This is an optimization exercise on Yosys and OpenROAD, whose aim is small area and a short achievable clock period, not a production implementation. Function was checked by simulation only, so behaviour that the tests miss may differ from the original. Power figures rest on the tool's default switching activity, not on a simulated workload.

the previous run:
## knaha_exec
module knaha_exec (
    input  wire        clk,
    input  wire        rst,         
    input  wire        mode_init,   
    input  wire [31:0] instr,       
    input  wire [15:0] ext_a,       
    input  wire [15:0] ext_b,       
    input  wire [15:0] dx,          
    input  wire [15:0] dy,          
    output wire        wa_en,       
    output wire [7:0]  wa_dst,
    output wire [15:0] wa_data,
    output wire        wb_en,       
    output wire [7:0]  wb_dst,
    output wire [15:0] wb_data,
    output wire        dmac_go,     
    output wire [3:0]  pred         
);
    reg [15:0] gp [0:15];
    reg [15:0] alu_a;
    reg [3:0]  alu_op_r;     
    reg        alu_sub_r;
    reg [15:0] alu_x_r;
    reg [15:0] alu_y_r;
    reg [15:0] cmp_a;
    reg [1:0]  cmp_p;
    reg [15:0] mac_a;
    reg [2:0]  g;            
    reg        g3;           
    reg        mode;         
    reg        st_drop, st_ovf;
    wire [39:0] acc;
    wire        mac_ready;
    wire [15:0] alu_res;
    wire g3_eff = mode ? mac_ready : g3;
    wire [3:0] gv = {g3_eff, g};
    assign pred = gv;
    wire        paired = instr[31];
    wire        imm    = ~paired & instr[26];
    wire [7:0]  src_a = paired ? {2'b00, instr[28:23]} : instr[25:18];
    wire [7:0]  dst_a = paired ? {1'b0, instr[22:16]}
                               : (imm ? instr[9:2] : instr[17:10]);
    wire [5:0]  src_b = instr[13:8];
    wire [6:0]  dst_b = instr[7:1];
    reg ca;
    always @(*) begin
        case (instr[29:27])
            3'd0: ca = 1'b1;
            3'd1: ca = gv[0];
            3'd2: ca = gv[1];
            3'd3: ca = gv[2];
            3'd4: ca = gv[3];
            3'd5: ca = gv[0] & gv[1];
            3'd6: ca = gv[2] & gv[3];
            default: ca = gv[0] | gv[1];
        endcase
    end
    wire ga_long  = instr[30] ^ ca;
    wire ga_short = short_ok(instr[30:29], gv[1:0]);
    wire gb_short = short_ok(instr[15:14], gv[1:0]);
    function short_ok(input [1:0] c, input [1:0] p);
        case (c)
            2'd0: short_ok = 1'b1;
            2'd1: short_ok = p[0];
            2'd2: short_ok = p[1];
            default: short_ok = ~p[0];
        endcase
    endfunction
  ...
Size in the first run: about 5500 cells after synthesis, ~150 I/O pins.
==> flow/config.mk <==
export PLATFORM = sky130hd
export DESIGN_NAME = knaha_exec
export DESIGN_NICKNAME = knaha_exec
export VERILOG_FILES = /design/flow/design.v
export SDC_FILE = /design/flow/constraint.sdc
export NUM_CORES = 4
export LEC_CHECK = 0
export ABC_AREA = 1
export CAP_MARGIN = 30
export CORE_MARGIN = 2
export CORE_UTILIZATION = 50
export PLACE_DENSITY = 0.6
export SETUP_SLACK_MARGIN = 4.0
export SLEW_MARGIN = 30
==> flow/constraint.sdc <==
create_clock -name core_clock -period 11.0 [get_ports {clk}]
set_input_delay 2.2000 -clock core_clock [delete_from_list [all_inputs] [get_ports {clk}]]
set_output_delay 2.2000 -clock core_clock [all_outputs]
set_load 0.01 [all_outputs]
standard.sh (not shown) runs the stock make flow with config.mk's settings and CLKGATE_MAP_FILE= SYNTH_SCRIPT=/design/flow/synth_recipe.tcl, a recipe that flattens the netlist after the stock synthesis.
==> flow/flow/run.sh <==
#!/bin/bash
# The standard layout with a freer resizer: cells may change footprint, port
# buffers start as buf_2 and delay cells are not used. The synthesis is the
# standard one, run unchanged.
set -euo pipefail
DU="$(sed -n '/^export DONT_USE_CELLS += /,/^#/p' $FLOW_HOME/platforms/sky130hd/config.mk | grep -o 'sky130_fd_sc_hd__[a-z0-9_]*' | tr '\n' ' ')"
DU="$DU sky130_fd_sc_hd__clkdlybuf4s15_1 sky130_fd_sc_hd__clkdlybuf4s15_2 sky130_fd_sc_hd__clkdlybuf4s18_1 sky130_fd_sc_hd__clkdlybuf4s18_2 sky130_fd_sc_hd__clkdlybuf4s25_1 sky130_fd_sc_hd__clkdlybuf4s25_2 sky130_fd_sc_hd__clkdlybuf4s50_1 sky130_fd_sc_hd__clkdlybuf4s50_2 sky130_fd_sc_hd__dlygate4sd1_1 sky130_fd_sc_hd__dlygate4sd2_1 sky130_fd_sc_hd__dlygate4sd3_1 sky130_fd_sc_hd__dlymetal6s2s_1 sky130_fd_sc_hd__dlymetal6s4s_1 sky130_fd_sc_hd__dlymetal6s6s_1"
echo "DONT_USE_CELLS=$DU" > dont_use.log
bash standard.sh synth > synth_run.log 2>&1
bash standard.sh MATCH_CELL_FOOTPRINT=0 "DONT_USE_CELLS=$DU" \
    "BUFFER_PORTS_ARGS=-buffer_cell sky130_fd_sc_hd__buf_2" finish > finish_run.log 2>&1
--- input diff the previous run..the current run ---
--- a/flow/design.v
+++ b/flow/design.v
@@ -504,21 +504,23 @@
                 | ({12'h000, gv}         & {16{d[17]}})
                 | (acc[31:16]            & {16{d[18]}})
                 | (acc[15:0]             & {16{d[19]}})
                 | (mac_sat               & {16{d[20]}})
                 | ({{8{acc[39]}}, acc[39:32]} & {16{d[21]}})
                 | (ext                   & {16{d[22]}})
                 | (mac_stat              & {16{d[23]}})
                 | {d[26], {14{d[25]}}, d[24]};
         end
     endfunction
-    wire [NS-1:0] sd_a = src_dec(src_a) & {NS{~imm}};
+    wire [NS-1:0] sd_long  = src_dec(instr[25:18]);
+    wire [NS-1:0] sd_short = src_dec({2'b00, instr[28:23]});
+    wire [NS-1:0] sd_a = paired ? sd_short : (sd_long & {NS{~instr[26]}});
     wire [15:0] val_a = src_mux(sd_a, ext_a) | (instr[25:10] & {16{imm}});
     wire [15:0] val_b = src_mux(src_dec({2'b00, src_b}), ext_b);
     assign wa_en   = exec_a;
     assign wa_dst  = dst_a;
     assign wa_data = val_a;
     assign wb_en   = exec_b;
     assign wb_dst  = {1'b0, dst_b};
     assign wb_data = val_b;
     function wsel_b(input [7:0] d);
         wsel_b = exec_b && {1'b0, dst_b} == d;
### Flow results
[compare] base=the previous run new=the current run: number of fill cells in the layout +287, power density of the placed cells +9.9%, area overhead of the layout relative to synthesis -4.6 points, routed length on met2 -2.7%, core utilization -2.0 points.
The previous run → the current run: fraction of the cycle the final worst path needs shows a reduction of 1.1 points, worst-case setup slack after placement shrank by 670 ps, post-detailed-route via-to-cell ratio down 2.4%, global-route wire length before repair dropped about 4.3%, final-layout clock buffer total fell by 17.
As of the current run, DRC violation total after the first TritonRoute iteration had fallen by a little under 10% compared to the previous run.
The final reports for the current run and the previous run show sum of routed wire segments on met1 lower in the former.
Final critical-path setup slack was lower in the run labelled the previous run.

re-timing with driven ports:
Ports are ideal in the flow. The routed layouts listed here were re-timed in OpenROAD.
Step 1, drivers: a clkbuf_16 drives clk and a buf_2 each remaining input, both assumed.
Step 2 moves the port delays by t, midway between the first and last clock arrival at a register: inputs arrive t later, outputs are due t later. That takes back most of the time a late clock gives input paths.
a / b / c = no drivers / after step 1 / after step 2; a / b = the first two.
| run | t (ns) | setup slack, ns | worst hold slack (ns) | worst setup path at the end |
|---|---|---|---|---|
| the previous run | 0.723 | 3.662 / 3.576 / 3.127 | 0.330 / 0.330 / 0.330 | input to register |
| the current run | 0.722 | 3.779 / 3.751 / 3.479 | 0.414 / 0.414 / 0.414 | input to register |
After both steps every run listed still meets setup and hold. For the previous run, which loses most, drivers alone change the setup slack by -0.086 ns; drivers and shift together by -0.535 ns.
